Source: an optimization exercise on an open RTL-to-GDS flow (aim: small area). Production flows keep margins and buffers that such runs may drop. Function was checked by simulation only, so behaviour that the tests miss may differ from the original.

`flow/design.v`:
```
module chervil_gain_rom (
    input  wire [7:0]  code,
    output reg  [16:0] factor
);
    always @(*) begin
        case (code)
            8'd0: factor = 17'd65536;
            8'd1: factor = 17'd61870;
            8'd2: factor = 17'd58409;
            8'd3: factor = 17'd55142;
            8'd4: factor = 17'd52057;
            8'd5: factor = 17'd49145;
            8'd6: factor = 17'd46396;
            8'd7: factor = 17'd43801;
            8'd8: factor = 17'd41350;
            8'd9: factor = 17'd39037;
            8'd10: factor = 17'd36854;
            8'd11: factor = 17'd34792;
            8'd12: factor = 17'd32846;
            8'd13: factor = 17'd31008;
            8'd14: factor = 17'd29274;
            8'd15: factor = 17'd27636;
            8'd16: factor = 17'd26090;
            8'd17: factor = 17'd24631;
            8'd18: factor = 17'd23253;
            8'd19: factor = 17'd21952;
            8'd20: factor = 17'd20724;
            8'd21: factor = 17'd19565;
            8'd22: factor = 17'd18471;
            8'd23: factor = 17'd17437;
            8'd24: factor = 17'd16462;
            8'd25: factor = 17'd15541;
            8'd26: factor = 17'd14672;
            8'd27: factor = 17'd13851;
            8'd28: factor = 17'd13076;
            8'd29: factor = 17'd12345;
            8'd30: factor = 17'd11654;
            8'd31: factor = 17'd11002;
            8'd32: factor = 17'd10387;
            8'd33: factor = 17'd9806;
            8'd34: factor = 17'd9257;
            8'd35: factor = 17'd8739;
            8'd36: factor = 17'd8250;
            8'd37: factor = 17'd7789;
            8'd38: factor = 17'd7353;
            8'd39: factor = 17'd6942;
            8'd40: factor = 17'd6554;
            8'd41: factor = 17'd6187;
            8'd42: factor = 17'd5841;
            8'd43: factor = 17'd5514;
            8'd44: factor = 17'd5206;
            8'd45: factor = 17'd4915;
            8'd46: factor = 17'd4640;
            8'd47: factor = 17'd4380;
            8'd48: factor = 17'd4135;
            8'd49: factor = 17'd3904;
            8'd50: factor = 17'd3685;
            8'd51: factor = 17'd3479;
            8'd52: factor = 17'd3285;
            8'd53: factor = 17'd3101;
            8'd54: factor = 17'd2927;
            8'd55: factor = 17'd2764;
            8'd56: factor = 17'd2609;
            8'd57: factor = 17'd2463;
            8'd58: factor = 17'd2325;
            8'd59: factor = 17'd2195;
            8'd60: factor = 17'd2072;
            8'd61: factor = 17'd1957;
            8'd62: factor = 17'd1847;
            8'd63: factor = 17'd1744;
            8'd64: factor = 17'd1646;
            8'd65: factor = 17'd1554;
            8'd66: factor = 17'd1467;
            8'd67: factor = 17'd1385;
            8'd68: factor = 17'd1308;
            8'd69: factor = 17'd1234;
            8'd70: factor = 17'd1165;
            8'd71: factor = 17'd1100;
            8'd72: factor = 17'd1039;
            8'd73: factor = 17'd981;
            8'd74: factor = 17'd926;
            8'd75: factor = 17'd874;
            8'd76: factor = 17'd825;
            8'd77: factor = 17'd779;
            8'd78: factor = 17'd735;
            8'd79: factor = 17'd694;
            8'd80: factor = 17'd655;
            8'd81: factor = 17'd619;
            8'd82: factor = 17'd584;
            8'd83: factor = 17'd551;
            8'd84: factor = 17'd521;
            8'd85: factor = 17'd491;
            8'd86: factor = 17'd464;
            8'd87: factor = 17'd438;
            8'd88: factor = 17'd414;
            8'd89: factor = 17'd390;
            8'd90: factor = 17'd369;
            8'd91: factor = 17'd348;
            8'd92: factor = 17'd328;
            8'd93: factor = 17'd310;
            8'd94: factor = 17'd293;
            8'd95: factor = 17'd276;
            8'd96: factor = 17'd261;
            8'd97: factor = 17'd246;
            8'd98: factor = 17'd233;
            8'd99: factor = 17'd220;
            8'd100: factor = 17'd207;
            8'd101: factor = 17'd196;
            8'd102: factor = 17'd185;
            8'd103: factor = 17'd174;
            8'd104: factor = 17'd165;
            8'd105: factor = 17'd155;
            8'd106: factor = 17'd147;
            8'd107: factor = 17'd139;
            8'd108: factor = 17'd131;
            8'd109: factor = 17'd123;
            8'd110: factor = 17'd117;
            8'd111: factor = 17'd110;
            8'd112: factor = 17'd104;
            8'd113: factor = 17'd98;
            8'd114: factor = 17'd93;
            8'd115: factor = 17'd87;
            8'd116: factor = 17'd83;
            8'd117: factor = 17'd78;
            8'd118: factor = 17'd74;
            8'd119: factor = 17'd69;
            8'd120: factor = 17'd66;
            8'd121: factor = 17'd62;
            8'd122: factor = 17'd58;
            8'd123: factor = 17'd55;
            8'd124: factor = 17'd52;
            8'd125: factor = 17'd49;
            8'd126: factor = 17'd46;
            8'd127: factor = 17'd44;
            8'd128: factor = 17'd41;
            8'd129: factor = 17'd39;
            8'd130: factor = 17'd37;
            8'd131: factor = 17'd35;
            8'd132: factor = 17'd33;
            8'd133: factor = 17'd31;
            8'd134: factor = 17'd29;
            8'd135: factor = 17'd28;
            8'd136: factor = 17'd26;
            8'd137: factor = 17'd25;
            8'd138: factor = 17'd23;
            8'd139: factor = 17'd22;
            8'd140: factor = 17'd21;
            8'd141: factor = 17'd20;
            8'd142: factor = 17'd18;
            8'd143: factor = 17'd17;
            8'd144: factor = 17'd16;
            8'd145: factor = 17'd16;
            8'd146: factor = 17'd15;
            8'd147: factor = 17'd14;
            8'd148: factor = 17'd13;
            8'd149: factor = 17'd12;
            8'd150: factor = 17'd12;
            8'd151: factor = 17'd11;
            8'd152: factor = 17'd10;
            8'd153: factor = 17'd10;
            8'd154: factor = 17'd9;
            8'd155: factor = 17'd9;
            8'd156: factor = 17'd8;
            8'd157: factor = 17'd8;
            8'd158: factor = 17'd7;
            8'd159: factor = 17'd7;
            8'd160: factor = 17'd7;
            8'd161: factor = 17'd6;
            8'd162: factor = 17'd6;
            8'd163: factor = 17'd6;
            8'd164: factor = 17'd5;
            8'd165: factor = 17'd5;
            8'd166: factor = 17'd5;
            8'd167: factor = 17'd4;
            8'd168: factor = 17'd4;
            8'd169: factor = 17'd4;
            8'd170: factor = 17'd4;
            8'd171: factor = 17'd3;
            8'd172: factor = 17'd3;
            8'd173: factor = 17'd3;
            8'd174: factor = 17'd3;
            8'd175: factor = 17'd3;
            8'd176: factor = 17'd3;
            8'd177: factor = 17'd2;
            8'd178: factor = 17'd2;
            8'd179: factor = 17'd2;
            8'd180: factor = 17'd2;
            8'd181: factor = 17'd2;
            8'd182: factor = 17'd2;
            8'd183: factor = 17'd2;
            8'd184: factor = 17'd2;
            8'd185: factor = 17'd2;
            8'd186: factor = 17'd1;
            8'd187: factor = 17'd1;
            8'd188: factor = 17'd1;
            8'd189: factor = 17'd1;
            8'd190: factor = 17'd1;
            8'd191: factor = 17'd1;
            8'd192: factor = 17'd1;
            8'd193: factor = 17'd1;
            8'd194: factor = 17'd1;
            8'd195: factor = 17'd1;
            8'd196: factor = 17'd1;
            8'd197: factor = 17'd1;
            8'd198: factor = 17'd1;
            8'd199: factor = 17'd1;
            8'd200: factor = 17'd1;
            8'd201: factor = 17'd1;
            8'd202: factor = 17'd1;
            8'd203: factor = 17'd1;
            8'd204: factor = 17'd1;
            8'd205: factor = 17'd0;
            8'd206: factor = 17'd0;
            8'd207: factor = 17'd0;
            8'd208: factor = 17'd0;
            8'd209: factor = 17'd0;
            8'd210: factor = 17'd0;
            8'd211: factor = 17'd0;
            8'd212: factor = 17'd0;
            8'd213: factor = 17'd0;
            8'd214: factor = 17'd0;
            8'd215: factor = 17'd0;
            8'd216: factor = 17'd0;
            8'd217: factor = 17'd0;
            8'd218: factor = 17'd0;
            8'd219: factor = 17'd0;
            8'd220: factor = 17'd0;
            8'd221: factor = 17'd0;
            8'd222: factor = 17'd0;
            8'd223: factor = 17'd0;
            8'd224: factor = 17'd0;
            8'd225: factor = 17'd0;
            8'd226: factor = 17'd0;
            8'd227: factor = 17'd0;
            8'd228: factor = 17'd0;
            8'd229: factor = 17'd0;
            8'd230: factor = 17'd0;
            8'd231: factor = 17'd0;
            8'd232: factor = 17'd0;
            8'd233: factor = 17'd0;
            8'd234: factor = 17'd0;
            8'd235: factor = 17'd0;
            8'd236: factor = 17'd0;
            8'd237: factor = 17'd0;
            8'd238: factor = 17'd0;
            8'd239: factor = 17'd0;
            8'd240: factor = 17'd0;
            8'd241: factor = 17'd0;
            8'd242: factor = 17'd0;
            8'd243: factor = 17'd0;
            8'd244: factor = 17'd0;
            8'd245: factor = 17'd0;
            8'd246: factor = 17'd0;
            8'd247: factor = 17'd0;
            8'd248: factor = 17'd0;
            8'd249: factor = 17'd0;
            8'd250: factor = 17'd0;
            8'd251: factor = 17'd0;
            8'd252: factor = 17'd0;
            8'd253: factor = 17'd0;
            8'd254: factor = 17'd0;
            8'd255: factor = 17'd0;
            default: factor = 17'd0;
        endcase
    end
endmodule
module chervil_voice_start (
    input  wire [1:0]  key,         
    input  wire [23:0] acc,
    input  wire [14:0] lfsr,
    input  wire [2:0]  phase,
    input  wire [23:0] inc,
    input  wire [3:0]  duty,
    input  wire        short_mode,
    input  wire [1:0]  kind,
    output reg  [15:0] gen,         
    output wire [23:0] next_acc,
    output wire [14:0] next_lfsr,
    output reg  [2:0]  cur_phase
);
    localparam [2:0] P_IDLE = 3'd0, P_ATTACK = 3'd1, P_RELEASE = 3'd4;
    wire key_on  = key[0];
    wire key_off = (key == 2'b10);
    wire [23:0] cur_acc  = (key == 2'b01) ? 24'd0 : acc;
    wire [14:0] cur_lfsr = key_on ? 15'h7FFF : lfsr;
    always @(*) begin
        cur_phase = phase;
        if (key_on)
            cur_phase = P_ATTACK;
        else if (key_off && phase != P_IDLE)
            cur_phase = P_RELEASE;
    end
    wire [15:0] t = cur_acc[23:8];
    always @(*) begin
        case (kind)
            2'd0:    gen = (cur_acc[23:20] <= duty) ? 16'h7FFF : 16'h8001;
            2'd1:    gen = t[15] ? {t[14], ~t[13:0], 1'b1} : {~t[14], t[13:0], 1'b0};
            2'd2:    gen = cur_lfsr[0] ? 16'h8001 : 16'h7FFF;
            default: gen = 16'h0000;
        endcase
    end
    wire [24:0] c;
    assign c[0] = 1'b0;
    genvar i;
    generate
        for (i = 0; i < 24; i = i + 1) begin : g_add
            assign next_acc[i] = cur_acc[i] ^ inc[i] ^ c[i];
            assign c[i+1] = (cur_acc[i] & inc[i]) | (c[i] & (cur_acc[i] ^ inc[i]));
        end
    endgenerate
    wire lfsr_tap = short_mode ? (cur_lfsr[0] ^ cur_lfsr[6]) : (cur_lfsr[0] ^ cur_lfsr[1]);
    assign next_lfsr = c[24] ? {lfsr_tap, cur_lfsr[14:1]} : cur_lfsr;
endmodule
module chervil_voice_env (
    input  wire [2:0]  phase,
    input  wire [15:0] level,
    input  wire [31:0] env,         
    output wire [15:0] next_level,
    output wire [2:0]  next_phase,
    output wire        set_ended
);
    wire att = (phase == 3'd1);
    wire dec = (phase == 3'd2);
    wire rel = (phase == 3'd4);
    wire [7:0] code = att ? env[7:0] : dec ? env[15:8] : env[31:24];
    reg [10:0] step;
    always @(*) begin
        case (code)
            8'd0: step = 11'd0;
            8'd1: step = 11'd1024;
            8'd2: step = 11'd512;
            8'd3: step = 11'd341;
            8'd4: step = 11'd256;
            8'd5: step = 11'd204;
            8'd6: step = 11'd170;
            8'd7: step = 11'd146;
            8'd8: step = 11'd128;
            8'd9: step = 11'd113;
            8'd10: step = 11'd102;
            8'd11: step = 11'd93;
            8'd12: step = 11'd85;
            8'd13: step = 11'd78;
            8'd14: step = 11'd73;
            8'd15: step = 11'd68;
            8'd16: step = 11'd64;
            8'd17: step = 11'd60;
            8'd18: step = 11'd56;
            8'd19: step = 11'd53;
            8'd20: step = 11'd51;
            8'd21: step = 11'd48;
            8'd22: step = 11'd46;
            8'd23: step = 11'd44;
            8'd24: step = 11'd42;
            8'd25: step = 11'd40;
            8'd26: step = 11'd39;
            8'd27: step = 11'd37;
            8'd28: step = 11'd36;
            8'd29: step = 11'd35;
            8'd30: step = 11'd34;
            8'd31: step = 11'd33;
            8'd32: step = 11'd32;
            8'd33: step = 11'd31;
            8'd34: step = 11'd30;
            8'd35: step = 11'd29;
            8'd36: step = 11'd28;
            8'd37: step = 11'd27;
            8'd38: step = 11'd26;
            8'd39: step = 11'd26;
            8'd40: step = 11'd25;
            8'd41: step = 11'd24;
            8'd42: step = 11'd24;
            8'd43: step = 11'd23;
            8'd44: step = 11'd23;
            8'd45: step = 11'd22;
            8'd46: step = 11'd22;
            8'd47: step = 11'd21;
            8'd48: step = 11'd21;
            8'd49: step = 11'd20;
            8'd50: step = 11'd20;
            8'd51: step = 11'd20;
            8'd52: step = 11'd19;
            8'd53: step = 11'd19;
            8'd54: step = 11'd18;
            8'd55: step = 11'd18;
            8'd56: step = 11'd18;
            8'd57: step = 11'd17;
            8'd58: step = 11'd17;
            8'd59: step = 11'd17;
            8'd60: step = 11'd17;
            8'd61: step = 11'd16;
            8'd62: step = 11'd16;
            8'd63: step = 11'd16;
            8'd64: step = 11'd16;
            8'd65: step = 11'd15;
            8'd66: step = 11'd15;
            8'd67: step = 11'd15;
            8'd68: step = 11'd15;
            8'd69: step = 11'd14;
            8'd70: step = 11'd14;
            8'd71: step = 11'd14;
            8'd72: step = 11'd14;
            8'd73: step = 11'd14;
            8'd74: step = 11'd13;
            8'd75: step = 11'd13;
            8'd76: step = 11'd13;
            8'd77: step = 11'd13;
            8'd78: step = 11'd13;
            8'd79: step = 11'd12;
            8'd80: step = 11'd12;
            8'd81: step = 11'd12;
            8'd82: step = 11'd12;
            8'd83: step = 11'd12;
            8'd84: step = 11'd12;
            8'd85: step = 11'd12;
            8'd86: step = 11'd11;
            8'd87: step = 11'd11;
            8'd88: step = 11'd11;
            8'd89: step = 11'd11;
            8'd90: step = 11'd11;
            8'd91: step = 11'd11;
            8'd92: step = 11'd11;
            8'd93: step = 11'd11;
            8'd94: step = 11'd10;
            8'd95: step = 11'd10;
            8'd96: step = 11'd10;
            8'd97: step = 11'd10;
            8'd98: step = 11'd10;
            8'd99: step = 11'd10;
            8'd100: step = 11'd10;
            8'd101: step = 11'd10;
            8'd102: step = 11'd10;
            8'd103: step = 11'd9;
            8'd104: step = 11'd9;
            8'd105: step = 11'd9;
            8'd106: step = 11'd9;
            8'd107: step = 11'd9;
            8'd108: step = 11'd9;
            8'd109: step = 11'd9;
            8'd110: step = 11'd9;
            8'd111: step = 11'd9;
            8'd112: step = 11'd9;
            8'd113: step = 11'd9;
            8'd114: step = 11'd8;
            8'd115: step = 11'd8;
            8'd116: step = 11'd8;
            8'd117: step = 11'd8;
            8'd118: step = 11'd8;
            8'd119: step = 11'd8;
            8'd120: step = 11'd8;
            8'd121: step = 11'd8;
            8'd122: step = 11'd8;
            8'd123: step = 11'd8;
            8'd124: step = 11'd8;
            8'd125: step = 11'd8;
            8'd126: step = 11'd8;
            8'd127: step = 11'd8;
            8'd128: step = 11'd8;
            8'd129: step = 11'd7;
            8'd130: step = 11'd7;
            8'd131: step = 11'd7;
            8'd132: step = 11'd7;
            8'd133: step = 11'd7;
            8'd134: step = 11'd7;
            8'd135: step = 11'd7;
            8'd136: step = 11'd7;
            8'd137: step = 11'd7;
            8'd138: step = 11'd7;
            8'd139: step = 11'd7;
            8'd140: step = 11'd7;
            8'd141: step = 11'd7;
            8'd142: step = 11'd7;
            8'd143: step = 11'd7;
            8'd144: step = 11'd7;
            8'd145: step = 11'd7;
            8'd146: step = 11'd7;
            8'd147: step = 11'd6;
            8'd148: step = 11'd6;
            8'd149: step = 11'd6;
            8'd150: step = 11'd6;
            8'd151: step = 11'd6;
            8'd152: step = 11'd6;
            8'd153: step = 11'd6;
            8'd154: step = 11'd6;
            8'd155: step = 11'd6;
            8'd156: step = 11'd6;
            8'd157: step = 11'd6;
            8'd158: step = 11'd6;
            8'd159: step = 11'd6;
            8'd160: step = 11'd6;
            8'd161: step = 11'd6;
            8'd162: step = 11'd6;
            8'd163: step = 11'd6;
            8'd164: step = 11'd6;
            8'd165: step = 11'd6;
            8'd166: step = 11'd6;
            8'd167: step = 11'd6;
            8'd168: step = 11'd6;
            8'd169: step = 11'd6;
            8'd170: step = 11'd6;
            8'd171: step = 11'd5;
            8'd172: step = 11'd5;
            8'd173: step = 11'd5;
            8'd174: step = 11'd5;
            8'd175: step = 11'd5;
            8'd176: step = 11'd5;
            8'd177: step = 11'd5;
            8'd178: step = 11'd5;
            8'd179: step = 11'd5;
            8'd180: step = 11'd5;
            8'd181: step = 11'd5;
            8'd182: step = 11'd5;
            8'd183: step = 11'd5;
            8'd184: step = 11'd5;
            8'd185: step = 11'd5;
            8'd186: step = 11'd5;
            8'd187: step = 11'd5;
            8'd188: step = 11'd5;
            8'd189: step = 11'd5;
            8'd190: step = 11'd5;
            8'd191: step = 11'd5;
            8'd192: step = 11'd5;
            8'd193: step = 11'd5;
            8'd194: step = 11'd5;
            8'd195: step = 11'd5;
            8'd196: step = 11'd5;
            8'd197: step = 11'd5;
            8'd198: step = 11'd5;
            8'd199: step = 11'd5;
            8'd200: step = 11'd5;
            8'd201: step = 11'd5;
            8'd202: step = 11'd5;
            8'd203: step = 11'd5;
            8'd204: step = 11'd5;
            8'd205: step = 11'd4;
            8'd206: step = 11'd4;
            8'd207: step = 11'd4;
            8'd208: step = 11'd4;
            8'd209: step = 11'd4;
            8'd210: step = 11'd4;
            8'd211: step = 11'd4;
            8'd212: step = 11'd4;
            8'd213: step = 11'd4;
            8'd214: step = 11'd4;
            8'd215: step = 11'd4;
            8'd216: step = 11'd4;
            8'd217: step = 11'd4;
            8'd218: step = 11'd4;
            8'd219: step = 11'd4;
            8'd220: step = 11'd4;
            8'd221: step = 11'd4;
            8'd222: step = 11'd4;
            8'd223: step = 11'd4;
            8'd224: step = 11'd4;
            8'd225: step = 11'd4;
            8'd226: step = 11'd4;
            8'd227: step = 11'd4;
            8'd228: step = 11'd4;
            8'd229: step = 11'd4;
            8'd230: step = 11'd4;
            8'd231: step = 11'd4;
            8'd232: step = 11'd4;
            8'd233: step = 11'd4;
            8'd234: step = 11'd4;
            8'd235: step = 11'd4;
            8'd236: step = 11'd4;
            8'd237: step = 11'd4;
            8'd238: step = 11'd4;
            8'd239: step = 11'd4;
            8'd240: step = 11'd4;
            8'd241: step = 11'd4;
            8'd242: step = 11'd4;
            8'd243: step = 11'd4;
            8'd244: step = 11'd4;
            8'd245: step = 11'd4;
            8'd246: step = 11'd4;
            8'd247: step = 11'd4;
            8'd248: step = 11'd4;
            8'd249: step = 11'd4;
            8'd250: step = 11'd4;
            8'd251: step = 11'd4;
            8'd252: step = 11'd4;
            8'd253: step = 11'd4;
            8'd254: step = 11'd4;
            8'd255: step = 11'd4;
        endcase
    end
    wire [15:0] target = dec ? {env[23:16], env[23:16]} : 16'd0;
    wire [15:0] b = att ? {5'd0, step} : ~{5'd0, step};
    wire [16:0] c;
    wire [15:0] sum;
    assign c[0] = ~att;
    genvar i;
    generate
        for (i = 0; i < 16; i = i + 1) begin : g_add
            assign sum[i] = level[i] ^ b[i] ^ c[i];
            assign c[i+1] = (level[i] & b[i]) | (c[i] & (level[i] ^ b[i]));
        end
    endgenerate
    wire over = att ? c[16] : ~c[16];
    wire [15:0] cmp = att ? ~sum : sum;
    wire [16:0] le;
    assign le[0] = 1'b1;
    generate
        for (i = 0; i < 16; i = i + 1) begin : g_cmp
            assign le[i+1] = (~cmp[i] & target[i]) | (~(cmp[i] ^ target[i]) & le[i]);
        end
    endgenerate
    wire clamp  = (code == 8'd0) | over | le[16];
    wire active = att | dec | rel;
    assign next_level = ~active ? level : clamp ? (att ? 16'hFFFF : target) : sum;
    assign next_phase = (active & clamp) ? (att ? 3'd2 : dec ? 3'd3 : 3'd0) : phase;
    assign set_ended  = rel & clamp;
endmodule
module chervil_mul (
    input  wire [18:0] a,
    input  wire [7:0]  d,
    input  wire [18:0] t,
    output wire [18:0] res
);
    wire [27:0] s [0:8];
    assign s[0] = {9'd0, ~t[18], t[17:0]};
    genvar j, i;
    generate
        for (j = 0; j < 8; j = j + 1) begin : g_row
            wire [18:0] pp = {~(a[18] & d[j]), a[17:0] & {18{d[j]}}};
            wire [19:0] c;
            assign c[0] = 1'b0;
            for (i = 0; i < 19; i = i + 1) begin : g_bit
                wire x = s[j][i+j];
                assign s[j+1][i+j] = x ^ pp[i] ^ c[i];
                assign c[i+1] = (x & pp[i]) | (c[i] & (x ^ pp[i]));
            end
            if (j > 0) begin : g_low
                assign s[j+1][j-1:0] = s[j][j-1:0];
            end
            wire [9:0] hc;
            assign hc[0] = c[19];
            for (i = 19 + j; i < 28; i = i + 1) begin : g_inc
                assign s[j+1][i] = s[j][i] ^ hc[i-19-j];
                assign hc[i-19-j+1] = s[j][i] & hc[i-19-j];
            end
        end
    endgenerate
    assign res = {~s[8][26], s[8][25:8]};
endmodule
module chervil_mixer (
    input  wire        clk,
    input  wire        rst,
    input  wire        tick,
    input  wire        wr_en,
    input  wire        rd_en,
    input  wire [6:0]  addr,
    input  wire [31:0] wr_data,
    output wire        ready,
    output reg  [31:0] rd_data,
    output reg         out_valid,
    output wire [15:0] out_sample
);
    localparam [2:0] P_IDLE = 3'd0;
    integer s, p;
    reg [2:0]      rot;
    reg [8*24-1:0] inc_r;
    reg [8*4-1:0]  duty_r;
    reg [7:0]      short_r;
    reg [8*2-1:0]  kind_r;
    reg [8*16-1:0] amp_r;
    reg [8*32-1:0] env_r;
    reg [7:0]      ren_r;
    reg [8*8-1:0]  rgain_r;
    reg [8*2-1:0]  key_r;        
    reg [7:0]      ended_r;
    reg [7:0]      flag_r;       
    reg [8*24-1:0] acc_r;
    reg [8*15-1:0] lfsr_r;
    reg [8*16-1:0] level_r;
    reg [8*3-1:0]  phase_r;
    reg [7:0]  mix_gain;
    reg [15:0] peak;
    reg [15:0] clips;
    reg        busy;
    reg [2:0]  k;
    reg [3:0]  w;
    wire proc  = busy & ~w[3];
    wire k0    = proc & (k == 3'd0);
    wire k4    = proc & (k == 3'd4);
    wire k6    = proc & (k == 3'd6);
    wire lo    = k[0] ^ w[3];                  
    assign ready = ~busy;
    wire [2:0] wslot = addr[5:3] + rot + 3'd1;       
    wire       wvoice = wr_en & ~addr[6];
    wire [7:0] wsel  = wvoice ? (8'd1 << wslot) : 8'd0;
    wire [1:0] key_op = wr_data[1:0];
    wire       key_valid = (key_op == 2'd1) || (key_op == 2'd2);
    wire [23:0] wd_inc   = rst ? 24'd0 : wr_data[23:0];
    wire [3:0]  wd_duty  = rst ? 4'd7  : wr_data[3:0];
    wire        wd_short = ~rst & wr_data[4];
    wire [1:0]  wd_kind  = rst ? 2'd0  : wr_data[6:5];
    wire [15:0] wd_amp   = rst ? 16'd0 : wr_data[15:0];
    wire [31:0] wd_env   = rst ? 32'h00FF_0000 : wr_data;
    wire        wd_ren   = ~rst & wr_data[11];
    wire [7:0]  wd_rgain = rst ? 8'd0  : wr_data[23:16];
    wire [1:0]  wd_key   = rst ? 2'd0  : (key_op == 2'd1) ? {wr_data[2], 1'b1} : 2'b10;
    reg [7:0] we_key, we_freq, we_shape, we_amp, we_env, we_route, clr_ended;
    always @(*) begin
        for (s = 0; s < 8; s = s + 1) begin
            we_key[s]    = rst | (wsel[s] & (addr[2:0] == 3'd0) & key_valid);
            we_freq[s]   = rst | (wsel[s] & (addr[2:0] == 3'd1));
            we_shape[s]  = rst | (wsel[s] & (addr[2:0] == 3'd2));
            we_amp[s]    = rst | (wsel[s] & (addr[2:0] == 3'd3));
            we_env[s]    = rst | (wsel[s] & (addr[2:0] == 3'd4));
            clr_ended[s] = rst | (wsel[s] & (addr[2:0] == 3'd6) & wr_data[5]);
            we_route[s]  = rst | (wsel[s] & (addr[2:0] == 3'd7));
        end
    end
    wire        f0     = flag_r[0];
    wire [23:0] acc0   = f0 ? 24'd0     : acc_r[23:0];
    wire [14:0] lfsr0  = f0 ? 15'h7FFF  : lfsr_r[14:0];
    wire [15:0] level0 = f0 ? 16'd0     : level_r[15:0];
    wire [2:0]  phase0 = f0 ? P_IDLE    : phase_r[2:0];
    wire [15:0] gen;
    wire [23:0] next_acc;
    wire [14:0] next_lfsr;
    wire [2:0]  cur_phase;
    chervil_voice_start u_start (
        .key        (key_r[1:0]),
        .acc        (acc0),
        .lfsr       (lfsr0),
        .phase      (phase0),
        .inc        (inc_r[23:0]),
        .duty       (duty_r[3:0]),
        .short_mode (short_r[0]),
        .kind       (kind_r[1:0]),
        .gen        (gen),
        .next_acc   (next_acc),
        .next_lfsr  (next_lfsr),
        .cur_phase  (cur_phase)
    );
    wire [15:0] env_level;
    wire [2:0]  env_phase;
    wire        env_ended;
    chervil_voice_env u_env (
        .phase      (phase_r[4*3 +: 3]),
        .level      (level_r[4*16 +: 16]),
        .env        (env_r[4*32 +: 32]),
        .next_level (env_level),
        .next_phase (env_phase),
        .set_ended  (env_ended)
    );
    always @(posedge clk) begin
        rot <= rst ? 3'd0 : rot + 3'd1;
        for (s = 0; s < 8; s = s + 1) begin
            p = (s + 7) % 8;
            inc_r[s*24 +: 24]  <= we_freq[s]  ? wd_inc   : inc_r[p*24 +: 24];
            duty_r[s*4 +: 4]   <= we_shape[s] ? wd_duty  : duty_r[p*4 +: 4];
            short_r[s]         <= we_shape[s] ? wd_short : short_r[p];
            kind_r[s*2 +: 2]   <= we_shape[s] ? wd_kind  : kind_r[p*2 +: 2];
            amp_r[s*16 +: 16]  <= we_amp[s]   ? wd_amp   : amp_r[p*16 +: 16];
            env_r[s*32 +: 32]  <= we_env[s]   ? wd_env   : env_r[p*32 +: 32];
            ren_r[s]           <= we_route[s] ? wd_ren   : ren_r[p];
            rgain_r[s*8 +: 8]  <= we_route[s] ? wd_rgain : rgain_r[p*8 +: 8];
            flag_r[s]          <= rst | ((s != 1) && flag_r[p]);
            if (s == 1) begin
                key_r[s*2 +: 2]    <= we_key[s] ? wd_key : (k0 ? 2'b00 : key_r[1:0]);
                ended_r[s]         <= ~clr_ended[s] & ended_r[p];
                acc_r[s*24 +: 24]  <= k0 ? next_acc  : acc0;
                lfsr_r[s*15 +: 15] <= k0 ? next_lfsr : lfsr0;
                level_r[s*16 +: 16] <= level0;
                phase_r[s*3 +: 3]  <= k0 ? cur_phase : phase0;
            end else if (s == 5) begin
                key_r[s*2 +: 2]    <= we_key[s] ? wd_key : key_r[p*2 +: 2];
                ended_r[s]         <= ~clr_ended[s] & (ended_r[p] | (k4 & env_ended));
                acc_r[s*24 +: 24]  <= acc_r[p*24 +: 24];
                lfsr_r[s*15 +: 15] <= lfsr_r[p*15 +: 15];
                level_r[s*16 +: 16] <= k4 ? env_level : level_r[p*16 +: 16];
                phase_r[s*3 +: 3]  <= k4 ? env_phase : phase_r[p*3 +: 3];
            end else begin
                key_r[s*2 +: 2]    <= we_key[s] ? wd_key : key_r[p*2 +: 2];
                ended_r[s]         <= ~clr_ended[s] & ended_r[p];
                acc_r[s*24 +: 24]  <= acc_r[p*24 +: 24];
                lfsr_r[s*15 +: 15] <= lfsr_r[p*15 +: 15];
                level_r[s*16 +: 16] <= level_r[p*16 +: 16];
                phase_r[s*3 +: 3]  <= phase_r[p*3 +: 3];
            end
        end
    end
    reg  signed [18:0] chain;
    reg  signed [18:0] tpart;
    reg  signed [18:0] acc;
    wire [7:0] rom_code = (k == 3'd5) ? rgain_r[5*8 +: 8] :
                          (k == 3'd6) ? rgain_r[6*8 +: 8] : mix_gain;
    wire [16:0] gain_factor;
    chervil_gain_rom u_rom (.code(rom_code), .factor(gain_factor));
    reg [7:0] digit;
    always @(*) begin
        if (w[3])
            digit = k[0] ? gain_factor[15:8] : gain_factor[7:0];
        else begin
            case (k)
                3'd1:    digit = amp_r[1*16 +: 8];
                3'd2:    digit = amp_r[2*16 + 8 +: 8];
                3'd3:    digit = level_r[3*16 +: 8];
                3'd4:    digit = level_r[4*16 + 8 +: 8];
                3'd5:    digit = ren_r[5] ? gain_factor[7:0]  : 8'd0;
                3'd6:    digit = ren_r[6] ? gain_factor[15:8] : 8'd0;
                default: digit = 8'd0;
            endcase
        end
    end
    wire bypass = w[3] ? (k[0] & (mix_gain == 8'd0))
                       : ((k == 3'd6) & ren_r[6] & (rgain_r[6*8 +: 8] == 8'd0));
    wire signed [18:0] tin  = lo ? 19'sd0 : tpart;
    wire        [18:0] prod;
    chervil_mul u_mul (.a(chain), .d(digit), .t(tin), .res(prod));
    wire signed [18:0] res  = bypass ? chain : prod;
    wire [18:0] acc_in = (w[2:0] == 3'd0) ? 19'd0 : acc;
    wire [18:0] acc_next;
    wire [19:0] acc_c;
    assign acc_c[0] = 1'b0;
    genvar i;
    generate
        for (i = 0; i < 19; i = i + 1) begin : g_acc
            assign acc_next[i] = acc_in[i] ^ res[i] ^ acc_c[i];
            assign acc_c[i+1] = (acc_in[i] & res[i]) | (acc_c[i] & (acc_in[i] ^ res[i]));
        end
    endgenerate
    always @(posedge clk) begin
        tpart <= res;
        if (k0)
            chain <= {{3{gen[15]}}, gen};
        else if (proc & ((k == 3'd2) | (k == 3'd4)))
            chain <= res;
        else if (k6 & (w[2:0] == 3'd7))
            chain <= acc_next;
        if (k6)
            acc <= acc_next;
    end
    always @(posedge clk) begin
        if (rst) begin
            busy      <= 1'b0;
            out_valid <= 1'b0;
        end else begin
            out_valid <= busy & w[3] & k[0];
            if (tick & ~busy) begin
                busy <= 1'b1;
                k    <= 3'd0;
                w    <= 4'd0;
            end else if (busy) begin
                if (w[3] & k[0])
                    busy <= 1'b0;
                if (k == 3'd6) begin
                    k <= 3'd0;
                    w <= w + 4'd1;
                end else
                    k <= k + 3'd1;
            end
        end
    end
    wire in_range = (tpart[18:15] == 4'b0000) | (tpart[18:15] == 4'b1111);
    wire clip     = ~in_range;
    assign out_sample = in_range ? tpart[15:0] : {tpart[18], {15{~tpart[18]}}};
    wire        neg = out_sample[15];
    wire [15:0] mx  = out_sample ^ {16{neg}};
    wire [15:0] magnitude;
    wire [16:0] mc;
    assign mc[0] = neg;
    generate
        for (i = 0; i < 16; i = i + 1) begin : g_mag
            assign magnitude[i] = mx[i] ^ mc[i];
            assign mc[i+1] = mx[i] & mc[i];
        end
    endgenerate
    wire [16:0] gt;
    assign gt[0] = 1'b0;
    generate
        for (i = 0; i < 16; i = i + 1) begin : g_gt
            assign gt[i+1] = (magnitude[i] & ~peak[i]) | (~(magnitude[i] ^ peak[i]) & gt[i]);
        end
    endgenerate
    wire [15:0] clips_inc;
    wire [16:0] cc;
    assign cc[0] = 1'b1;
    generate
        for (i = 0; i < 16; i = i + 1) begin : g_clip
            assign clips_inc[i] = clips[i] ^ cc[i];
            assign cc[i+1] = clips[i] & cc[i];
        end
    endgenerate
    reg [6:0] addr_q;
    reg       peak_rd;    
    always @(posedge clk) begin
        addr_q  <= addr;
        peak_rd <= ~rst & rd_en & (addr == 7'h43);
        if (rst | peak_rd) begin
            peak  <= 16'd0;
            clips <= 16'd0;
        end else if (out_valid) begin
            if (gt[16])
                peak <= magnitude;
            if (clip & ~cc[16])
                clips <= clips_inc;
        end
        if (rst)
            mix_gain <= 8'd0;
        else if (wr_en && addr == 7'h40)
            mix_gain <= wr_data[7:0];
    end
    wire [2:0] rslot = addr_q[5:3] + rot;
    reg [31:0] vreg;
    always @(*) begin
        vreg = 32'd0;
        for (s = 0; s < 8; s = s + 1) begin
            if (rslot == s) begin
                case (addr_q[2:0])
                    3'd1: vreg = {8'd0, inc_r[s*24 +: 24]};
                    3'd2: vreg = {25'd0, kind_r[s*2 +: 2], short_r[s], duty_r[s*4 +: 4]};
                    3'd3: vreg = {16'd0, amp_r[s*16 +: 16]};
                    3'd4: vreg = env_r[s*32 +: 32];
                    3'd6: vreg = {flag_r[s] ? 16'd0 : level_r[s*16 +: 16], 9'd0, 1'b0,
                                  ended_r[s], kind_r[s*2 +: 2],
                                  flag_r[s] ? P_IDLE : phase_r[s*3 +: 3]};
                    3'd7: vreg = {8'd0, rgain_r[s*8 +: 8], 4'd0, ren_r[s], 11'd0};
                    default: vreg = 32'd0;
                endcase
            end
        end
    end
    always @(*) begin
        if (!addr_q[6])
            rd_data = vreg;
        else if (addr_q[5:0] == 6'h00)
            rd_data = {24'd0, mix_gain};
        else if (addr_q[5:0] == 6'h03)
            rd_data = {clips, peak};
        else
            rd_data = 32'd0;
    end
endmodule
```
`flow/standard.sh`:
```
#!/bin/bash
# synth_recipe.tcl (not shown) runs the flow's synth.tcl, then flattens the netlist and writes it again
# the make line also repeats each setting of config.mk as NAME=value (left out here)
make -C /OpenROAD-flow-scripts/flow DESIGN_CONFIG=/design/flow/config.mk WORK_HOME=/design/flow/orfs CLKGATE_MAP_FILE= SYNTH_SCRIPT=/design/flow/synth_recipe.tcl "${@:-finish}"
```
`flow/constraint.sdc`:
```
create_clock -name core_clock -period 50.0 [get_ports {clk}]
set_input_delay 10.0000 -clock core_clock [delete_from_list [all_inputs] [get_ports {clk}]]
set_output_delay 10.0000 -clock core_clock [all_outputs]
set_load 0.01 [all_outputs]
```
`flow/flow/abc_area.script`:
```
strash
ifraig
&get -n
&st
&dch
&nf -a -R 20
&put
```
`flow/flow/run.sh`:
```
#!/bin/bash
# Standard ORFS layout (the standard.sh) with three changes:
#  - an area-oriented ABC mapping script replaces ORFS's abc_area.script
#    (flow/abc_area.script; flip-flops are mapped before ABC and untouched);
#  - clock tree synthesis without dummy loads;
#  - the port buffers that global placement inserts use buf_1.
# make's full output goes to run_make.log; ORFS writes each step's log
# under orfs/logs.
set -euo pipefail
W=$PWD
mkdir -p "$W/scripts_abc"
cp -r "$FLOW_HOME/scripts/." "$W/scripts_abc/"
cp "$W/flow/abc_area.script" "$W/scripts_abc/abc_area.script"
CTS="-sink_clustering_enable -repair_clock_nets -sink_clustering_size 25 -sink_clustering_max_diameter 80 -dont_use_dummy_load"
bash "$W/standard.sh" SCRIPTS_DIR="$W/scripts_abc" CTS_ARGS="$CTS" \
    BUFFER_PORTS_ARGS="-buffer_cell sky130_fd_sc_hd__buf_1" finish > "$W/run_make.log" 2>&1
```
`flow/config.mk`:
```
export PLATFORM = sky130hd
export DESIGN_NAME = chervil_mixer
export DESIGN_NICKNAME = chervil_mixer
export VERILOG_FILES = /design/flow/design.v
export SDC_FILE = /design/flow/constraint.sdc
export NUM_CORES = 8
export LEC_CHECK = 0
export ABC_AREA = 1
export CAP_MARGIN = 20
export CORE_MARGIN = 2
export CORE_UTILIZATION = 72
export CTS_CLUSTER_DIAMETER = 80
export CTS_CLUSTER_SIZE = 25
export SLEW_MARGIN = 20
export SYNTH_MEMORY_MAX_BITS = 16384
```
==> run notes, run 1 <==
status timing/DRC/antenna clean; top cells by area, synth dfxtp_1 (49%), o21ai_0 (8.8%), nand2_1 (8.4%); CTS tree built; Cell Count, Final, Fillers Out 6762; asr flop ratio synth 0%; slew margin rel. 14.1%; Worst-Skew Late Latency 750 ps; max-cap viol count 0; DRT antenna net count 0; fin nets 6151; Critical Path RT 50440 ps; CP delay by family, top adder cells; Syn Inst Count 5550; worst setup path category flop to flop; hold endpoint acc_r[81]$_DFF_P_; drc violations 0; Setup TNS 0 ps; number of synthesis warnings 5; dpl ws 28470 ps; Yosys reg bits 1317; full die area 74900 µm²; final WL 186 mm; total clock sinks 1317; Yosys top cell area share 48.6%; fmax 0.0454 GHz; count of cell types in the netlist 59; share of cells above drive strength 1 4.05%; Worst R2R Setup Slack 27980 ps; crit-path max FO 19; global-route wire length before repair 276 mm; Worst Hold Class flop to flop; CTS buffer count 61; RePlAce Congestion 1.04; Hold Vio Cnt, Final 0; Post-Syn Nets 5893; post-synthesis sequential area ratio 51.2%; mean post-synth cell area 9.44 µm²; Root Driver clkbuf_16; largest net degree at the start of global routing 100; Post-Place Cell Area 55100 µm²; slack of the critical path 27980 ps; Crit-path slowest cell fa_1; dpl hpwl 122 mm; width of the chip 274 µm; CP endpoint kind flop; Critical Path AT 22460 ps; Startpoint Class flop; Placed Cells 6692; skew final 112 ps; final cycle utilization of the critical path 44.0%; vias per cell 7.11; hold depth 0; Ports 94; # hold bufs at CTS 0; initial drt markers 9528; Initial Util 73.0%; die height 274 µm; R2R Path Start k[0]$_SDFFCE_PN0P_; Slew @ Worst Pin 1290 ps; Final Max Slew Viols 0; Synth Cell Area 52400 µm²; FILL cells 4662; Synth Flop Type dfxtp_1; Hold Startpoint acc_r[57]$_DFF_P_; vias in the first global route 45808; buffer and inverter count on the worst path 11; core area 71700 µm²; Non-Filler Cell Area, Final 56800 µm²; Hold WS 273 ps; htree depth 2; post-synth top area cell dfxtp_1; GRT Total Usage 48.9%; IO buf count 93; setup bufs post-CTS 0; min Tclk post-route 22020 ps; GRT Residual Overflow 0; Setup Viol. Count Final 0; antenna violations before repair 9; iteration count of the initial detailed-routing pass 14; Post-synth EDFFs 45; post-CTS resize count 0; Routed WL per cell 27.6 µm; Worst R2R End chain[17]$_DFFE_PP_; maximum buffer depth of the clock tree 3; P&R area growth vs syn 8.41%; cell mode on critical path fa_1; r2r worst-path depth 63; routed vias 48056; Rows 98; clock slew at reported path FFs 100 ps; RSZ-0062 raised after global routing no; CP peak stage delay 590 ps; Layout Utilization 79.1%
-- kinds of logic (layout without fill, tap and decap cells) --
group                      count (synthesis)  after routing  share of synthesized area, %
adders and majority gates                299            299                          10.0
DFF                                     1317           1317                          51.2
xor gates and xnor gates                  62             62                          1.04
AOI/OAI and AO/OA                       1857           1857                          21.3
other                                      0              6                             0
and+or+nand+nor                         1857           1857                          15.0
buffers and inverters                    139            395                          1.01
muxes                                     19             19                         0.380
-- cell type report --
cell class | instances | area (µm²) | area share [%]
Antenna cell | 6 | 15.0 | 0.0264
Clock buffer | 61 | 1530 | 2.69
Sequential cell | 1317 | 26800 | 47.2
Timing Repair Buffer | 198 | 1200 | 2.12
Multi-Input combinational cell | 4094 | 25500 | 44.9
Tap cell | 950 | 1190 | 2.09
Inverter | 136 | 510 | 0.899
-- routing by layer --
layer / global-route usage, % / wire [µm] / part of all wire [%]
met5: 0 / 39 / 0.021
met4: 30.7 / 15200 / 8.2
met3: 17.0 / 31800 / 17
met2: 69.6 / 75500 / 41
met1: 63.9 / 63900 / 34
-- sequential cells by signal, indices dropped and copies added, names as in the netlist, 16 cells and up --
signal,count
env_r,256
acc_r,192
inc_r,192
amp_r,128
level_r,128
lfsr_r,120
rgain_r,64
duty_r,32
phase_r,24
acc,19
chain,19
tpart,19
clips,16
key_r,16
kind_r,16
peak,16
-- synth_stat cells (all sizes together), types with 20 or more instances --
| library cell | number |
|---|---|
| a31oi | 44 |
| a22oi | 147 |
| dfxtp | 1272 |
| a222oi | 162 |
| nand3 | 20 |
| nand2b | 90 |
| o21ai | 923 |
| o22ai | 88 |
| xnor2 | 43 |
| nand2 | 1171 |
| a211oi | 26 |
| a221oi | 20 |
| clkinv | 136 |
| nor3 | 66 |
| nor2 | 307 |
| a21oi | 331 |
| ha | 98 |
| nor2b | 38 |
| and2 | 47 |
| edfxtp | 45 |
| nor4 | 47 |
| fa | 201 |
-- how the worst max path moves through the flow --
stage | from | endpoint | cells after the start | slack, ps
after global placement | k[0]$_SDFFCE_PN0P_ | chain[17]$_DFFE_PP_ | 62 | 28930
after CTS | k[0]$_SDFFCE_PN0P_ | chain[17]$_DFFE_PP_ | 63 | 28210
after global routing | k[0]$_SDFFCE_PN0P_ | chain[17]$_DFFE_PP_ | 61 | 27160
after detailed placement | k[0]$_SDFFCE_PN0P_ | chain[17]$_DFFE_PP_ | 63 | 28470
final | k[0]$_SDFFCE_PN0P_ | chain[17]$_DFFE_PP_ | 63 | 27980
after floorplan | addr_q[2]$_DFF_P_ | rd_data[7] | 6 | 23550
-- cell usage in the layout (no fill, tap or decap), types with 11 or more instances in the layout --
cell type / n
a31oi_1: 26
dfxtp_1: 1270
a31oi_4: 16
and2_0: 45
and3_1: 15
nor3_1: 65
nor2_1: 283
nor4_1: 47
nand3_1: 17
a21o_1: 18
nand2b_1: 90
xor2_1: 19
nor4b_1: 11
ha_1: 98
or2_0: 11
o21a_1: 19
o21ai_0: 920
buf_1: 92
nor2_2: 13
nand2_1: 1169
o22ai_1: 88
o211ai_1: 11
a222oi_1: 162
mux2i_1: 12
clkinv_1: 136
nor2b_1: 36
edfxtp_1: 45
buf_4: 102
a22o_1: 17
fa_1: 201
a22oi_1: 147
a221oi_1: 16
clkbuf_16: 61
a21oi_1: 330
xnor2_1: 43
a211oi_1: 25
nor2_4: 11
==> run 2, diff against run 1 <==
--- a/flow/config.mk
+++ b/flow/config.mk
@@ -8,7 +8,7 @@
 export ABC_AREA = 1
 export CAP_MARGIN = 20
 export CORE_MARGIN = 2
-export CORE_UTILIZATION = 72
+export CORE_UTILIZATION = 65
 export CTS_CLUSTER_DIAMETER = 80
 export CTS_CLUSTER_SIZE = 25
 export SLEW_MARGIN = 20
==> run 2 against run 1 <==
  * Clock skew rose by 31 ps
  * Worst setup slack improved by 220 ps
  * Non-clock buffer count is the same
  * Critical endpoint unchanged
==> run notes, run 2 <==
r2r worst-path depth 62 (was 63); Startpoint Class flop (unchanged); post-synthesis sequential area ratio 51.2% (unchanged); post-synth top area cell dfxtp_1 (unchanged); vias in the first global route 44352 (was 45808); slew margin rel. 19.9% (was 14.1%); antenna violations before repair 7 (was 9); Synth Flop Type dfxtp_1 (unchanged); area of the multi-input gates 25500 µm² (about the same); Critical Path RT 50420 ps (was 50440 ps); Routed WL per cell 26.5 µm (was 27.6 µm); RSZ-0062 raised after global routing no (unchanged); min Tclk post-route 21800 ps (was 22020 ps); fin nets 6150 (was 6151); Post-Syn Nets 5893 (unchanged); Hold Vio Cnt, Final 0 (unchanged); # hold bufs at CTS 0 (unchanged); CTS tree built (unchanged); post-CTS resize count 0 (unchanged); CP delay by family, top adder cells (unchanged); IO buf count 93 (unchanged); hold endpoint acc_r[57]$_DFF_P_ (was acc_r[81]$_DFF_P_); RePlAce Congestion 0.964 (was 1.04); Post-synth EDFFs 45 (unchanged); Ports 94 (unchanged); drc violations 0 (unchanged); htree depth 2 (unchanged); Yosys reg bits 1317 (unchanged); Initial Util 65.3% (was 73.0%); CP endpoint kind flop (unchanged); hold depth 0 (unchanged); dpl hpwl 120 mm (was 122 mm); final cycle utilization of the critical path 43.6% (was 44.0%); largest net degree at the start of global routing 169 (was 100); max reg flops 256 (unchanged); Worst Hold Class flop to flop (unchanged); R2R Path Start k[0]$_SDFFCE_PN0P_ (unchanged); buffer and inverter count on the worst path 10 (was 11); Critical Path AT 22220 ps (was 22460 ps); Root Driver clkbuf_16 (unchanged); initial drt markers 7712 (was 9528); routed vias 46304 (was 48056); status timing/DRC/antenna clean (unchanged); CP peak stage delay 750 ps (was 590 ps); iteration count of the initial detailed-routing pass 13 (was 14); Synth Cell Area 52400 µm² (unchanged); CTS buffer count 60 (was 61); mean post-synth cell area 9.44 µm² (unchanged); global-route wire length before repair 272 mm (was 276 mm); full die area 82800 µm² (was 74900 µm²); Largest regs env_r: 256 flops, acc_r: 192 flops, inc_r: 192 flops (unchanged); crit-path max FO 19 (unchanged); met2 WL post-DR 76.3 mm (was 75.5 mm); Worst-Skew Late Latency 720 ps (was 750 ps); Post-Place Cell Area 55300 µm² (was 55100 µm²); M1 WL 68.1 mm (was 63.9 mm); Slew @ Worst Pin 1200 ps (was 1290 ps); Setup Viol. Count Final 0 (unchanged); count of cell types in the netlist 59 (unchanged); FILL cells 6226 (was 4662); core area 80200 µm² (was 71700 µm²); total clock sinks 1317 (unchanged); P&R area growth vs syn 8.52% (was 8.41%); Top Layer Used met5 (unchanged); Biggest register env_r (unchanged); share of cells above drive strength 1 4.17% (was 4.05%); top cells by area, synth dfxtp_1 (49%), o21ai_0 (8.8%), nand2_1 (8.4%) (unchanged); Setup TNS 0 ps (unchanged); asr flop ratio synth 0% (unchanged); die height 288 µm (was 274 µm); highest-count cells in the layout ignoring fill and taps dfxtp_1 (1270), nand2_1 (1165), o21ai_0 (919) (was dfxtp_1 (1270), nand2_1 (1169), o21ai_0 (920)); Hold Startpoint acc_r[33]$_DFF_P_ (was acc_r[57]$_DFF_P_); commonest non-fill, non-tap cell in the layout dfxtp_1 (unchanged); Layout Utilization 70.9% (was 79.1%); width of the chip 288 µm (was 274 µm); number of synthesis warnings 5 (unchanged); GRT Total Usage 43.5% (was 48.9%); vias per cell 6.74 (was 7.11); worst setup path category flop to flop (unchanged); Worst R2R End chain[17]$_DFFE_PP_ (unchanged); Rows 104 (was 98); Non-Filler Cell Area, Final 56800 µm² (about the same); GRT Residual Overflow 0 (unchanged); skew final 143 ps (was 112 ps); met3 wire len 25.4 mm (was 31.8 mm); Crit-path slowest cell ha_1 (was fa_1); maximum buffer depth of the clock tree 3 (unchanged); setup bufs post-CTS 0 (unchanged); Syn Inst Count 5550 (unchanged); fmax 0.0459 GHz (was 0.0454 GHz); clock slew at reported path FFs 100 ps (about the same); Yosys top cell area share 48.6% (unchanged); FF+latch area 26800 µm² (unchanged); cell mode on critical path fa_1 (unchanged); Post-synth top cells dfxtp_1 (1272), nand2_1 (1171), o21ai_0 (923) (unchanged); max-cap viol count 0 (unchanged); Final Max Slew Viols 0 (unchanged); Worst R2R Setup Slack 28200 ps (was 27980 ps); final WL 182 mm (was 186 mm); DRT antenna net count 0 (unchanged); cell with the most instances after synthesis dfxtp_1 (unchanged)
## run 2: kinds of logic (layout without fill, tap and decap cells)
family	Yosys count	after routing	share of synthesized area (%)
fa+ha+maj	299	299	10.0
simple gates	1857	1857	15.0
flops	1317	1317	51.2
buf+inv	139	394	1.01
compound gates	1857	1857	21.3
other cells	0	4	0
mux	19	19	0.380
xor+xnor	62	62	1.04
## run 2: worst max-delay path by stage
stage | from | endpoint | slack [ps] | cells after the start
detailed placement | k[0]$_SDFFCE_PN0P_ | chain[17]$_DFFE_PP_ | 28320 | 62
floorplan | addr_q[2]$_DFF_P_ | rd_data[7] | 23550 | 6
global placement | k[0]$_SDFFCE_PN0P_ | chain[17]$_DFFE_PP_ | 28680 | 61
global route | k[0]$_SDFFCE_PN0P_ | chain[17]$_DFFE_PP_ | 27200 | 61
CTS | k[0]$_SDFFCE_PN0P_ | chain[17]$_DFFE_PP_ | 28300 | 62
finish | k[0]$_SDFFCE_PN0P_ | chain[17]$_DFFE_PP_ | 28200 | 62
## run 2: through the flow
stage               std cells  setup WS (ps)  hold slack (ps)
detailed placement       6803          28320              312
global route             6865          27200              311
finish                   6869          28200              285
CTS                      6863          28300              291
floorplan                5550          23550              310
global placement         6803          28680              309
## run 2: layout make-up
class,count,share of cell area (%)
flip-flops and latches,1317,47.2
multi-input cells,4094,44.9
clock buffers,60,2.64
well taps,1060,2.33
repair buffers,198,2.03
inverters,136,0.898
diodes,4,0.0176
## run 2: layer usage
metal / vias to the layer above / global-route usage [%]
li1: 20396 / -
met1: 22107 / 58.1
met2: 3094 / 63.7
met3: 699 / 12.4
met4: 8 / 24.1
met5: - / 0
==> run 3, diff against run 2 <==
--- a/flow/flow/run.sh
+++ b/flow/flow/run.sh
@@ -11,6 +11,6 @@
 mkdir -p "$W/scripts_abc"
 cp -r "$FLOW_HOME/scripts/." "$W/scripts_abc/"
 cp "$W/flow/abc_area.script" "$W/scripts_abc/abc_area.script"
-CTS="-sink_clustering_enable -repair_clock_nets -sink_clustering_size 25 -sink_clustering_max_diameter 80 -dont_use_dummy_load"
+CTS="-sink_clustering_enable -repair_clock_nets -sink_clustering_size 35 -sink_clustering_max_diameter 60 -dont_use_dummy_load"
 bash "$W/standard.sh" SCRIPTS_DIR="$W/scripts_abc" CTS_ARGS="$CTS" \
     BUFFER_PORTS_ARGS="-buffer_cell sky130_fd_sc_hd__buf_1" finish > "$W/run_make.log" 2>&1
==> run 3 against run 2 <==
  * Global-route usage grew 0.13 points
  * Register-to-register slack gained 20 ps
  * Flip-flop and latch count is the same
  * Die area is the same
  * First-iteration DRC count shrank 5.0%
  * Final cell count grew 0.26%
  * Clock skew shrank 29 ps
  * Critical endpoint unchanged
  * Wire length grew 0.37%
==> run notes, run 3 <==
CP delay by family, top adder cells (unchanged); Setup TNS 0 ps (unchanged); Ports 94 (unchanged); highest-count cells in the layout ignoring fill and taps dfxtp_1 (1270), nand2_1 (1165), o21ai_0 (919) (unchanged); Critical Path RT 50390 ps (was 50420 ps); asr flop ratio synth 0% (unchanged); max reg flops 256 (unchanged); GRT Total Usage 43.6% (was 43.5%); Setup Viol. Count Final 0 (unchanged); crit-path max FO 19 (unchanged); Root Driver clkbuf_16 (unchanged); clock slew at reported path FFs 120 ps (was 100 ps); iteration count of the initial detailed-routing pass 15 (was 13); FILL cells 6193 (was 6226); post-synthesis sequential area ratio 51.2% (unchanged); htree depth 3 (was 2); count of cell types in the netlist 59 (unchanged); dpl ws 28320 ps (unchanged); drc violations 0 (unchanged); routed vias 46641 (was 46304); # hold bufs at CTS 0 (unchanged); largest net degree at the start of global routing 169 (unchanged); die height 288 µm (unchanged); Rows 104 (unchanged); Post-synth top cells dfxtp_1 (1272), nand2_1 (1171), o21ai_0 (923) (unchanged); FF+latch area 26800 µm² (unchanged); min Tclk post-route 21780 ps (was 21800 ps); fin nets 6168 (was 6150); slack of the critical path 28220 ps (was 28200 ps); CP peak stage delay 750 ps (about the same); final WL 183 mm (was 182 mm); Yosys reg bits 1317 (unchanged); Syn Inst Count 5550 (unchanged); status timing/DRC/antenna clean (unchanged); Hold WS 287 ps (was 285 ps); Slew @ Worst Pin 1190 ps (was 1200 ps); commonest non-fill, non-tap cell in the layout dfxtp_1 (unchanged); skew final 114 ps (was 143 ps); setup bufs post-CTS 0 (unchanged); Synth Flop Type dfxtp_1 (unchanged); final cycle utilization of the critical path 43.6% (about the same); post-synth top area cell dfxtp_1 (unchanged); Non-Filler Cell Area, Final 57300 µm² (was 56800 µm²); buffer and inverter count on the worst path 10 (unchanged); width of the chip 288 µm (unchanged); Yosys top cell area share 48.6% (unchanged); IO buf count 93 (unchanged); Final Max Slew Viols 0 (unchanged); Worst Hold Class flop to flop (unchanged); DRT antenna net count 0 (unchanged); total clock sinks 1317 (unchanged); Startpoint Class flop (unchanged); Synth Cell Area 52400 µm² (unchanged); Crit-path slowest cell ha_1 (unchanged); GRT Residual Overflow 0 (unchanged); Initial Util 65.3% (unchanged); mean post-synth cell area 9.44 µm² (unchanged); Post-Syn Nets 5893 (unchanged); core area 80200 µm² (unchanged); Post-synth EDFFs 45 (unchanged); share of cells above drive strength 1 4.45% (was 4.17%); cell mode on critical path fa_1 (unchanged); top cells by area, synth dfxtp_1 (49%), o21ai_0 (8.8%), nand2_1 (8.4%) (unchanged); Largest regs env_r: 256 flops, acc_r: 192 flops, inc_r: 192 flops (unchanged); CTS buffer count 77 (was 60); number of synthesis warnings 5 (unchanged); RePlAce Congestion 0.964 (unchanged); worst setup path category flop to flop (unchanged); Post-Place Cell Area 55300 µm² (unchanged); Worst-Skew Late Latency 690 ps (was 720 ps); Critical Path AT 22160 ps (was 22220 ps); dpl hpwl 120 mm (unchanged); slew margin rel. 20.3% (was 19.9%); CTS tree built (unchanged); cell with the most instances after synthesis dfxtp_1 (unchanged); vias per cell 6.77 (was 6.74); global-route wire length before repair 272 mm (about the same); Hold Vio Cnt, Final 0 (unchanged); initial drt markers 7328 (was 7712); max-cap viol count 0 (unchanged); post-CTS resize count 0 (unchanged); area of the multi-input gates 25500 µm² (about the same); antenna violations before repair 7 (unchanged); Biggest register env_r (unchanged); RSZ-0062 raised after global routing no (unchanged); fmax 0.0459 GHz (about the same); maximum buffer depth of the clock tree 3 (unchanged); vias in the first global route 44301 (was 44352); P&R area growth vs syn 9.34% (was 8.52%); CP endpoint kind flop (unchanged); full die area 82800 µm² (unchanged); Routed WL per cell 26.5 µm (about the same)
[run 3: cell types whose count changed in the layout (fill, tap and decap cells not counted)]
cell	previous run	this run
buf_4	104	105
clkbuf_16	60	77
nor2_1	282	283
nor2_2	20	19
[run 3: final cells by class]
class	instances	area share (%)
flip-flops and latches	1317	46.8
multi-input cells	4094	44.5
clock buffers	77	3.37
well taps	1060	2.32
repair buffers	199	2.03
inverters	136	0.892
diodes	4	0.0175
[run 3: cells by family after synthesis]
logic type | after synthesis | share of synthesized area, %
XOR/XNOR | 62 | 1.04
AND/OR/NAND/NOR | 1857 | 15.0
AO/OA/AOI/OAI | 1857 | 21.3
buffers and inverters | 139 | 1.01
multiplexers | 19 | 0.380
flip-flops | 1317 | 51.2
adder cells (fa/ha/maj) | 299 | 10.0
[run 3: worst paths after layout]
path / from / end / slack, ps / depth (start not counted)
worst max-delay path: k[0]$_SDFFCE_PN0P_ / chain[17]$_DFFE_PP_ / 28220 / 62
worst min-delay path: lfsr_r[116]$_DFF_P_ / lfsr_r[11]$_DFF_P_ / 290 / 0
worst max register to register: k[0]$_SDFFCE_PN0P_ / chain[17]$_DFFE_PP_ / 28220 / 62
worst min register to register: lfsr_r[116]$_DFF_P_ / lfsr_r[11]$_DFF_P_ / 290 / 0
[run 3: per-stage QoR]
step           utilization, %  instances
6_report                 71.4       6887
5_1_grt                  71.4       6883
4_1_cts                  71.4       6880
3_5_place_dp             69.0       6803
3_3_place_gp             68.9       6803
2_1_floorplan               -       5550
[run 3: layer usage]
| metal | part of all wire (%) | track usage, % | vias to the layer above |
|---|---|---|---|
| li1 | - | - | 20419 |
| met1 | 37 | 58.1 | 22331 |
| met2 | 42 | 63.7 | 3167 |
| met3 | 14 | 12.7 | 716 |
| met4 | 6.8 | 24.5 | 8 |
| met5 | 0.027 | 0 | - |

afterwards: timing with drivers on the ports:
How much do the figures lean on ideal ports? The routed layouts below were timed once more, with nothing changed but the port constraints.
Step 1 assumes that a clkbuf_16 drives the clock port and a buf_2 every other input.
Step 2 moves the port delays by t, midway between the first and last clock arrival at a register: inputs arrive t later, outputs are due t later. That takes back most of the time a late clock gives input paths.
Three values: ideal ports, drivers, drivers and shift; two values: the first two.
run	t (ns)	setup WS [ns]	hold WS [ns]	worst setup path at the end	worst data-port slew with drivers (ns)
run 1	0.761	27.982 / 27.982 / 27.982	0.273 / 0.273 / 0.273	register to register	0.04
run 2	0.722	28.197 / 28.197 / 28.197	0.285 / 0.285 / 0.285	register to register	0.05
run 3	0.705	28.221 / 28.221 / 28.221	0.287 / 0.287 / 0.287	register to register	0.05
After both steps every run listed still meets setup and hold.
